Context: an optimization exercise on an open-source flow, tuned for small area, a short achievable clock period and few clock cycles. The choices shown serve that exercise and are no tape-out recipe.
Only simulation tests tie the RTL to the original design; equivalence was not proved.
No activity file was given, so power comes from the tool's default toggle rates.

P:
==> flow/design.v <==
module bale_decoder (
    input  wire        clk,
    input  wire        rst,
    input  wire        in_valid,
    output wire        in_ready,
    input  wire [7:0]  in_data,
    input  wire        in_last,
    output wire        out_valid,
    input  wire        out_ready,
    output wire [7:0]  out_data,
    output reg         done,
    output wire        bad,
    output wire        crc_fail,
    output wire [31:0] label
);
    localparam [3:0] S_HDR   = 4'd0,
                     S_TAG   = 4'd1,
                     S_EXT0  = 4'd2,
                     S_EXT1  = 4'd3,
                     S_DATA  = 4'd4,    
                     S_DELTA = 4'd5,
                     S_PAD   = 4'd6,
                     S_TRL   = 4'd7,
                     S_DISC  = 4'd8,    
                     S_FIN   = 4'd9;    
    localparam [31:0] CRC_RESIDUE = 32'hB798B438;
    reg [3:0]  state;
    reg [3:0]  hcnt;           
    reg        form;           
    reg        fmt_err;
    reg        szbad;          
    reg [16:0] crem;           
    reg [16:0] brem;           
    reg [31:0] label_r;
    reg [3:0]  pos9;           
    reg        tdelta;         
    reg        x64;            
    reg [15:0] trem;           
    reg [1:0]  fidx;           
    reg [4:0]  dw;             
    reg [24:0] ib;             
    reg [4:0]  ibcnt;          
    reg [5:0]  ib1;            
    reg [6:0]  ib2;            
    reg [35:0] hist;
    reg [4:0]  pend;           
    reg [31:0] crc;
    assign label = label_r;
    wire   crc_err  = (crc != CRC_RESIDUE);
    assign bad      = fmt_err | crc_err;
    assign crc_fail = ~fmt_err & crc_err;
    function [31:0] crc32c_byte;
        input [31:0] c;
        input [7:0]  b;
        integer k;
        reg [31:0] x;
        begin
            x = c ^ {24'd0, b};
            for (k = 0; k < 8; k = k + 1)
                x = x[0] ? ((x >> 1) ^ 32'h82F63B78) : (x >> 1);
            crc32c_byte = x;
        end
    endfunction
    reg [7:0] obyte;
    always @(*) begin
        case (pend[3:0])
            4'd4:    obyte = hist[35:28];
            4'd5:    obyte = hist[33:26];
            4'd6:    obyte = hist[31:24];
            4'd7:    obyte = hist[29:22];
            4'd8:    obyte = hist[27:20];
            4'd9:    obyte = hist[25:18];
            4'd10:   obyte = hist[23:16];
            4'd11:   obyte = hist[21:14];
            4'd12:   obyte = hist[19:12];
            4'd13:   obyte = hist[17:10];
            4'd14:   obyte = hist[15:8];
            4'd15:   obyte = hist[13:6];
            default: obyte = hist[11:4];
        endcase
    end
    assign out_valid = (pend >= 5'd4);
    assign out_data  = obyte;
    wire       xfer   = out_valid && out_ready;
    wire [4:0] pend_a  = xfer ? pend - 5'd4 : pend;
    wire [4:0] pend_up = pend + 5'd4;
    wire        flast = (trem == 16'd0) && (fidx == 2'd3);    
    wire        fcomp = (state == S_DELTA) && !ib1[5] && (pend <= 5'd7);
    wire [4:0]  pend_fc = fcomp ? pend + 5'd9 : pend;
    integer i;
    reg  [17:0] dmask;
    always @(*) begin
        for (i = 0; i < 18; i = i + 1)
            dmask[i] = (i <= dw);
    end
    wire [17:0] dlo   = ib[17:0] & dmask;
    wire        dsign = ib[dw];
    wire [17:0] field = hist[17:0] + (dsign ? (dlo | ~dmask) : dlo);
    wire [24:0] ib_sh   = (ib >> dw) >> 1;
    wire        ib_left = (ib_sh != 25'd0);
    wire dload = ((ibcnt[4] == 1'b0) || (ibcnt[3:1] == 3'd0)) &&    
                 (ib1[5] || (ib2[6] && !flast));
    reg accept;
    always @(*) begin
        case (state)
            S_HDR, S_TAG, S_EXT0, S_EXT1, S_PAD, S_DISC: accept = 1'b1;
            S_DATA:  accept = (pend <= 5'd4);
            S_DELTA: accept = dload;
            S_TRL:   accept = (pend == 5'd0);
            default: accept = 1'b0;
        endcase
    end
    assign in_ready = accept;
    wire fire = in_valid && accept;
    wire last = fire && in_last;
    wire bz   = (brem == 17'd0);
    wire size_bad = ({1'b0, brem} > ({1'b0, crem | 17'd3} + 18'd1));
    reg  hbad;
    always @(*) begin
        case (hcnt)
            4'd0:  hbad = (in_data != 8'h42);
            4'd1:  hbad = (in_data != 8'h5A);
            4'd2:  hbad = (in_data != 8'h01);
            4'd3:  hbad = (in_data[7:1] != 7'd0);
            4'd6:  hbad = (in_data[7:1] != 7'd0) || (in_data[0] && (crem[15:0] != 16'd0));
            4'd7:  hbad = (in_data != 8'd0);
            4'd10: hbad = (in_data[7:1] != 7'd0);
            4'd11: hbad = (in_data != 8'd0);
            4'd12: hbad = szbad;
            default: hbad = 1'b0;
        endcase
    end
    reg [3:0] nstate;
    reg       fault;
    reg       fin_ok;      
    wire      lit_end  = form ? ((trem == 16'd0) && !x64) : (brem == 17'd1);
    wire [3:0] after_body = (hcnt[1:0] == 2'd3) ? S_TRL : S_PAD;   
    wire      tag_bad  = (in_data[7:6] == 2'b01) || (in_data[7:6] == 2'b11) ||
                         ((in_data[7:6] == 2'b10) &&
                          (in_data[5] || (in_data[4:0] > 5'd17) || (pos9 != 4'd0)));
    wire      cshort   = (crem < 17'd9);
    wire [16:0] crem_m1 = crem - 17'd1;
    wire [16:0] crem_m9 = crem - 17'd9;
    always @(*) begin
        nstate = state;
        fault  = 1'b0;
        fin_ok = 1'b0;
        case (state)
            S_HDR: if (fire) begin
                fault = hbad;
                if (hcnt == 4'd15)
                    nstate = bz ? S_TRL : (form ? S_TAG : S_DATA);
            end
            S_TAG: if (fire) begin
                fault = tag_bad;
                if (in_data[7] || (in_data[5:0] == 6'd63)) nstate = S_EXT0;
                else                                       nstate = S_DATA;
            end
            S_EXT0: if (fire) begin
                fault  = bz;
                nstate = S_EXT1;
            end
            S_EXT1: if (fire) begin
                fault  = bz;
                nstate = tdelta ? S_DELTA : S_DATA;
            end
            S_DATA: if (fire) begin
                fault = bz || (crem == 17'd0);
                if (lit_end)
                    nstate = (brem == 17'd1) ? after_body : S_TAG;
            end
            S_DELTA: begin
                if (fire && bz) fault = 1'b1;
                if (fcomp) begin
                    if (fidx == 2'd0 && cshort) fault = 1'b1;
                    if (flast) begin
                        if (ib_left) fault = 1'b1;
                        nstate = !bz ? S_TAG : ((hcnt[1:0] == 2'd0) ? S_TRL : S_PAD);
                    end
                end
            end
            S_PAD: if (fire) begin
                fault = (in_data != 8'd0);
                if (hcnt[1:0] == 2'd3) nstate = S_TRL;
            end
            S_TRL: if (fire) begin
                if (hcnt[1:0] == 2'd3) begin
                    fault  = !in_last;
                    fin_ok = in_last;
                end
            end
            S_DISC: if (last) nstate = S_FIN;
            S_FIN:  if (pend == 5'd0) nstate = S_HDR;
            default: nstate = S_HDR;
        endcase
    end
    wire abort = (fault || (last && !fin_ok)) && state != S_DISC && state != S_FIN;
    always @(posedge clk) begin
        if (rst) begin
            state     <= S_HDR;
            hcnt      <= 4'd0;
            pend      <= 5'd0;
            done      <= 1'b0;
            fmt_err   <= 1'b0;
        end else begin
            if (abort)
                state <= last ? S_FIN : S_DISC;
            else if (fin_ok)
                state <= S_HDR;
            else
                state <= nstate;
            if (state == S_DISC || state == S_FIN)
                pend <= (pend_a < 5'd4) ? 5'd0 : pend_a;
            else if (fire && state == S_DATA)
                pend <= xfer ? pend : pend_up;
            else
                pend <= xfer ? pend_fc - 5'd4 : pend_fc;
            if (last || (state == S_FIN))
                hcnt <= 4'd0;
            else if (fire)
                hcnt <= hcnt + 4'd1;
            done  <= fin_ok || (state == S_FIN && nstate == S_HDR);
            if (state == S_HDR && fire && hcnt == 4'd0)
                fmt_err <= fault || last;        
            else if (abort)
                fmt_err <= 1'b1;
            else if (fin_ok && crem != 17'd0)    
                fmt_err <= 1'b1;
        end
    end
    always @(posedge clk) begin
        szbad    <= size_bad;
        if (state == S_HDR)
            crc <= 32'hFFFFFFFF;
        else if (xfer || (fire && state == S_TRL))
            crc <= crc32c_byte(crc, (state == S_TRL && pend == 5'd0) ? in_data : obyte);
        if (fcomp)
            hist <= {field, hist[35:18]};
        else if (fire && (state == S_HDR || state == S_DATA))
            hist <= {(state == S_DATA) ? in_data : 8'd0, hist[35:8]};
        if (state == S_HDR && fire) begin
            case (hcnt)
                4'd3:  form          <= in_data[0];
                4'd12: label_r[7:0]  <= in_data;
                4'd13: label_r[15:8] <= in_data;
                4'd14: label_r[23:16]<= in_data;
                4'd15: label_r[31:24]<= in_data;
                default: ;
            endcase
        end
        if (state == S_HDR) begin
            if (fire) begin
                if (hcnt == 4'd4) crem[7:0]  <= in_data;
                if (hcnt == 4'd5) crem[15:8] <= in_data;
                if (hcnt == 4'd6) crem[16]   <= in_data[0];
            end
        end else if (fcomp && fidx == 2'd0)
            crem <= crem_m9;
        else if (fire && state == S_DATA)
            crem <= crem_m1;
        if (state == S_HDR) begin
            if (fire) begin
                if (hcnt == 4'd8)  brem[7:0]  <= in_data;
                if (hcnt == 4'd9)  brem[15:8] <= in_data;
                if (hcnt == 4'd10) brem[16]   <= in_data[0];
            end
        end else if (fire && (state == S_TAG || state == S_EXT0 || state == S_EXT1 ||
                              state == S_DATA || state == S_DELTA))
            brem <= brem - 17'd1;
        if (state == S_HDR)
            pos9 <= 4'd0;
        else if (fire && state == S_DATA)
            pos9 <= (pos9 == 4'd8) ? 4'd0 : pos9 + 4'd1;
        if (state == S_TAG && fire) begin
            tdelta <= in_data[7];
            dw     <= in_data[4:0];
            x64    <= !in_data[7] && (in_data[5:0] == 6'd63);
            trem   <= {10'd0, in_data[5:0]};
        end
        if (state == S_EXT0 && fire) trem[7:0]  <= in_data;
        if (state == S_EXT1 && fire) trem[15:8] <= in_data;
        if (state == S_DATA && fire) begin
            if (trem == 16'd0) begin
                trem <= 16'd62;
                x64  <= 1'b0;
            end else
                trem <= trem - 16'd1;
        end
        if (fcomp) begin
            fidx <= fidx + 2'd1;
            if (fidx == 2'd3) trem <= trem - 16'd1;
        end
        if (state == S_EXT1) begin
            fidx  <= 2'd0;
            ib    <= 25'd0;
            ibcnt <= 5'd0;
            ib1   <= {1'b1, ~dw};             
            ib2   <= {1'b1, ~dw, 1'b0};       
        end else begin : ibupd
            reg [24:0] is;
            reg [4:0]  cs;
            reg [5:0]  c1;
            reg [6:0]  c2;
            reg [24:0] ibn;
            reg        ld;
            ld  = fire && (state == S_DELTA);
            is  = fcomp ? ib_sh : ib;
            cs  = fcomp ? ib1[4:0] : ibcnt;
            c1  = fcomp ? ib2[5:0] : ib1;
            c2  = fcomp ? ib2 + {2'b11, ~dw} : ib2;
            ibn = ld ? (is | ({17'd0, in_data} << cs)) : is;
            ib    <= ibn;
            ibcnt <= ld ? cs + 5'd8 : cs;
            ib1   <= ld ? c1 + 6'd8 : c1;
            ib2   <= ld ? c2 + 7'd8 : c2;
        end
    end
endmodule
==> flow/config.mk <==
export PLATFORM = sky130hd
export DESIGN_NAME = bale_decoder
export DESIGN_NICKNAME = bale_decoder
export VERILOG_FILES = /design/flow/design.v
export SDC_FILE = /design/flow/constraint.sdc
export NUM_CORES = 4
export LEC_CHECK = 0
export CAP_MARGIN = 20
export CORE_MARGIN = 2
export CORE_UTILIZATION = 40
export CTS_BUF_LIST = sky130_fd_sc_hd__clkbuf_8
export SLEW_MARGIN = 20
export TNS_END_PERCENT = 0
==> flow/constraint.sdc <==
create_clock -name core_clock -period 9.0 [get_ports {clk}]
set_input_delay 1.8000 -clock core_clock [delete_from_list [all_inputs] [get_ports {clk}]]
set_output_delay 1.8000 -clock core_clock [all_outputs]
set_load 0.01 [all_outputs]
standard.sh (not shown) runs the stock make flow with config.mk's settings and CLKGATE_MAP_FILE= SYNTH_SCRIPT=/design/flow/synth_recipe.tcl, a recipe that flattens the netlist after the stock synthesis.
==> flow/flow/run.sh <==
#!/bin/bash
# The standard layout (standard.sh: standard synthesis through finish),
# with the port buffers that placement inserts on every input and output
# made plain sky130 buf_2 cells instead of the slower delay-buffer cell the
# resizer picks by default, and the setup repair aimed 6 ns above the
# clock period's slack. Make's full output goes to standard.log here; each
# ORFS step also keeps its own log under orfs/logs.
set -euo pipefail
export BUFFER_PORTS_ARGS="-buffer_cell sky130_fd_sc_hd__buf_2"
export SETUP_SLACK_MARGIN=6
bash standard.sh > standard.log 2>&1
Testbench counts of P, summed over its fixed seeds: cycles 123,047.
Here is what was changed in the inputs of Q compared with P.
--- a/flow/design.v
+++ b/flow/design.v
@@ -6,7 +6,7 @@
     input  wire [7:0]  in_data,
     input  wire        in_last,
-    output wire        out_valid,
+    output reg         out_valid,
     input  wire        out_ready,
-    output wire [7:0]  out_data,
+    output reg  [7:0]  out_data,
     output reg         done,
     output wire        bad,
@@ -80,7 +80,5 @@
         endcase
     end
-    assign out_valid = (pend >= 5'd4);
-    assign out_data  = obyte;
-    wire       xfer   = out_valid && out_ready;
+    wire       xfer   = (pend >= 5'd4) && (!out_valid || out_ready);
     wire [4:0] pend_a  = xfer ? pend - 5'd4 : pend;
     wire [4:0] pend_up = pend + 5'd4;
@@ -107,5 +105,5 @@
             S_DATA:  accept = (pend <= 5'd4);
             S_DELTA: accept = dload;
-            S_TRL:   accept = (pend == 5'd0);
+            S_TRL:   accept = (pend == 5'd0) && ((hcnt[1:0] != 2'd3) || !out_valid);
             default: accept = 1'b0;
         endcase
@@ -191,5 +189,5 @@
             end
             S_DISC: if (last) nstate = S_FIN;
-            S_FIN:  if (pend == 5'd0) nstate = S_HDR;
+            S_FIN:  if (pend == 5'd0 && !out_valid) nstate = S_HDR;
             default: nstate = S_HDR;
         endcase
@@ -201,4 +199,5 @@
             hcnt      <= 4'd0;
             pend      <= 5'd0;
+            out_valid <= 1'b0;
             done      <= 1'b0;
             fmt_err   <= 1'b0;
@@ -216,4 +215,5 @@
             else
                 pend <= xfer ? pend_fc - 5'd4 : pend_fc;
+            out_valid <= xfer || (out_valid && !out_ready);
             if (last || (state == S_FIN))
                 hcnt <= 4'd0;
@@ -231,4 +231,6 @@
     always @(posedge clk) begin
         szbad    <= size_bad;
+        if (xfer)
+            out_data <= obyte;
         if (state == S_HDR)
             crc <= 32'hFFFFFFFF;
Notes after the runs:
Number of non-filler instances in the completed layout was lower in the run labelled Q. Against P, Q comes in 85 higher on number of global-route vias before repair. Comparing P and Q, die area is lower on P. From P to Q the numbers moved as follows: number of sequential storage elements up 9; number of gates resized after CTS down 8; number of tap cells added at floorplan up 7. Q does worse than P on total wirelength of the detailed-routed design. Relative to P, the global-route usage of Q is lower by 0.42 points. Compared P against Q; clock power within noise. Layout overhead on the synthesized area is higher on P. Number of synthesized flops with an enable pin (higher): Q. Between Q and P, it is Q whose cell area is higher, by 2.0%.
Testbench counts of Q, summed over its fixed seeds: cycles 123,047.


== the baseline ==
bale_decoder, a different RTL version from the one above (not shown whole).
For scale: roughly 1,900 cells after synthesis, about 240 flip-flops, about 0.017 mm^2 of cells after synthesis.
Settings: LEC_CHECK=0, CAP_MARGIN=20, CORE_MARGIN=2, CORE_UTILIZATION=40, CTS_BUF_LIST=sky130_fd_sc_hd__clkbuf_8, SETUP_SLACK_MARGIN=5, SLEW_MARGIN=20; clock period 9.0 ns.
run.sh (not shown) runs the stock make flow with config.mk's settings and CLKGATE_MAP_FILE= SYNTH_SCRIPT=/design/flow/synth_recipe.tcl, a recipe that flattens the netlist after the stock synthesis.
Stock flow here: none of the scripts above is used.
Testbench counts of the baseline, summed over its fixed seeds: cycles 123,055.
Here is what was changed in the inputs of the candidate compared with the baseline.
--- a/flow/design.v
+++ b/flow/design.v
@@ -37,74 +37,78 @@
     reg        tdelta;         
     reg        x64;            
     reg [15:0] trem;           
     reg [1:0]  fidx;           
     reg [4:0]  dw;             
     reg [24:0] ib;             
     reg [4:0]  ibcnt;          
     reg [5:0]  ib1;            
     reg [6:0]  ib2;            
     reg        dsign;          
     reg [35:0] hist;
-    reg [3:0]  pend;           
+    reg [4:0]  pend;           
     reg [31:0] crc;
     assign label = label_r;
     function [31:0] crc32c_byte;
         input [31:0] c;
         input [7:0]  b;
         integer k;
         reg [31:0] x;
         begin
             x = c ^ {24'd0, b};
             for (k = 0; k < 8; k = k + 1)
                 x = x[0] ? ((x >> 1) ^ 32'h82F63B78) : (x >> 1);
             crc32c_byte = x;
         end
     endfunction
     reg [7:0] obyte;
     always @(*) begin
-        case (pend)
+        case (pend[3:0])
             4'd4:    obyte = hist[35:28];
             4'd5:    obyte = hist[33:26];
             4'd6:    obyte = hist[31:24];
             4'd7:    obyte = hist[29:22];
             4'd8:    obyte = hist[27:20];
             4'd9:    obyte = hist[25:18];
             4'd10:   obyte = hist[23:16];
             4'd11:   obyte = hist[21:14];
-            default: obyte = hist[19:12];
+            4'd12:   obyte = hist[19:12];
+            4'd13:   obyte = hist[17:10];
+            4'd14:   obyte = hist[15:8];
+            4'd15:   obyte = hist[13:6];
+            default: obyte = hist[11:4];
         endcase
     end
-    wire       xfer   = (pend >= 4'd4) && (!out_valid || out_ready);
-    wire [3:0] pend_a = xfer ? pend - 4'd4 : pend;
+    wire       xfer   = (pend >= 5'd4) && (!out_valid || out_ready);
+    wire [4:0] pend_a = xfer ? pend - 5'd4 : pend;
     wire        flast = (trem == 16'd0) && (fidx == 2'd3);    
-    wire        fcomp = (state == S_DELTA) && !ib1[5] && (pend_a <= 4'd3);
+    wire        fcomp = (state == S_DELTA) && !ib1[5] && (pend <= 5'd7);
     integer i;
     reg  [17:0] dmask;
     always @(*) begin
         for (i = 0; i < 18; i = i + 1)
             dmask[i] = (i <= dw);
     end
     wire [17:0] dlo   = ib[17:0] & dmask;
     wire [17:0] field = hist[17:0] + (dsign ? (dlo | ~dmask) : dlo);
     wire [24:0] ib_sh   = (ib >> dw) >> 1;
     wire        ib_left = (ib_sh != 25'd0);
     wire dload = ((ibcnt[4] == 1'b0) || (ibcnt[3:1] == 3'd0)) &&    
                  (ib1[5] || (ib2[6] && !flast));
     reg accept;
     always @(*) begin
         case (state)
             S_HDR, S_TAG, S_EXT0, S_EXT1, S_PAD, S_DISC: accept = 1'b1;
-            S_DATA:  accept = (pend <= 4'd4);
+            S_DATA:  accept = (pend <= 5'd4);
             S_DELTA: accept = dload;
-            S_TRL:   accept = (pend == 4'd0) && ((hcnt[1:0] != 2'd3) || !out_valid);
+            S_TRL:   accept = (pend == 5'd0) && ((hcnt[1:0] != 2'd3) || !out_valid);
             default: accept = 1'b0;
         endcase
     end
     assign in_ready = accept;
     wire fire = in_valid && accept;
     wire last = fire && in_last;
     wire bz   = (brem == 17'd0);
     wire size_bad = ({1'b0, brem} > ({1'b0, crem | 17'd3} + 18'd1));
     reg  hbad;
     always @(*) begin
         case (hcnt)
@@ -170,48 +174,48 @@
             S_PAD: if (fire) begin
                 fault = (in_data != 8'd0);
                 if (hcnt[1:0] == 2'd3) nstate = S_TRL;
             end
             S_TRL: if (fire) begin
                 if (hcnt[1:0] == 2'd3) begin
                     fault  = !in_last;
                     fin_ok = in_last;
                 end
             end
             S_DISC: if (last) nstate = S_FIN;
-            S_FIN:  if (pend == 4'd0 && !out_valid) nstate = S_HDR;
+            S_FIN:  if (pend == 5'd0 && !out_valid) nstate = S_HDR;
             default: nstate = S_HDR;
         endcase
     end
     wire abort = (fault || (last && !fin_ok)) && state != S_DISC && state != S_FIN;
     always @(posedge clk) begin
         if (rst) begin
             state     <= S_HDR;
             hcnt      <= 4'd0;
-            pend      <= 4'd0;
+            pend      <= 5'd0;
             out_valid <= 1'b0;
             done      <= 1'b0;
             vpend     <= 1'b0;
             fmt_err   <= 1'b0;
         end else begin
             if (abort)
                 state <= last ? S_FIN : S_DISC;
             else if (fin_ok)
                 state <= S_HDR;
             else
                 state <= nstate;
             if (state == S_DISC || state == S_FIN)
-                pend <= (pend_a < 4'd4) ? 4'd0 : pend_a;
+                pend <= (pend_a < 5'd4) ? 5'd0 : pend_a;
             else
-                pend <= pend_a + (fcomp ? 4'd9 : 4'd0) +
-                        ((fire && state == S_DATA) ? 4'd4 : 4'd0);
+                pend <= pend_a + (fcomp ? 5'd9 : 5'd0) +
+                        ((fire && state == S_DATA) ? 5'd4 : 5'd0);
             out_valid <= xfer || (out_valid && !out_ready);
             if (last || (state == S_FIN))
                 hcnt <= 4'd0;
             else if (fire)
                 hcnt <= hcnt + 4'd1;
             vpend <= fin_ok;
             done  <= vpend || (state == S_FIN && nstate == S_HDR);
             if (state == S_HDR && fire && hcnt == 4'd0)
                 fmt_err <= fault || last;        
             else if (abort)
                 fmt_err <= 1'b1;
Findings:
- The candidate went all the way through synthesis, placement and routing and the layout is clean on timing, DRC and antenna.
- Delta(sequential group share of total power, the candidate - the baseline) < 0
- Against the baseline as the reference, the candidate delivers a lower critical path depth.
- Compared to the baseline, the router laid down less metal wire for the candidate.
- Proportion of cell area occupied by registers ends up higher on the candidate.
- Between the baseline and the candidate, the count of cells along the worst hold path is lower for the candidate.
- Total number of vias ended up 103 lower on the candidate than on the baseline.
- Of the baseline and the candidate, the higher clock skew belongs to the baseline.
- [compare] base=the baseline new=the candidate: ratio of cells with drive above 1 in the final layout fell by 1.6 points; vertical die dimension shows no meaningful change; instance area at placement shows an increase of about 1.1%.
Testbench counts of the candidate, summed over its fixed seeds: cycles 123,055.

static timing again, ports no longer ideal:
How much do the figures lean on ideal ports? The routed layouts below were timed once more, with nothing changed but the port constraints.
Step 1 assumes that a clkbuf_16 drives the clock port and a buf_2 every other input.
Step 2, shift: input delay + t, output delay - t, t = (earliest + latest rising clock arrival at the registers) / 2. This alone moves slack from input paths to output paths.
Three values: ideal, step 1, step 2; two values: the first two.
| run | t (ns) | setup WS [ns] | hold WS [ns] | worst setup path at the end | worst slew at a driven data input, ns |
|---|---|---|---|---|---|
| P | 0.639 | 4.746 / 4.706 / 4.631 | 0.479 / 0.479 / 0.479 | input to register | 0.07 |
| Q | 0.636 | 4.904 / 4.886 / 4.666 | 0.480 / 0.480 / 0.480 | input to register | 0.11 |
| the baseline | 0.631 | 4.862 / 4.858 / 4.227 | 0.487 / 0.487 / 0.487 | input to register | 0.09 |
| the candidate | 0.616 | 4.846 / 4.846 / 4.250 | 0.435 / 0.435 / 0.435 | input to register | 0.04 |
After both steps every run listed still meets setup and hold. The setup slack of the baseline, which loses most, moves by -0.004 ns with the drivers and by -0.635 ns with both steps.
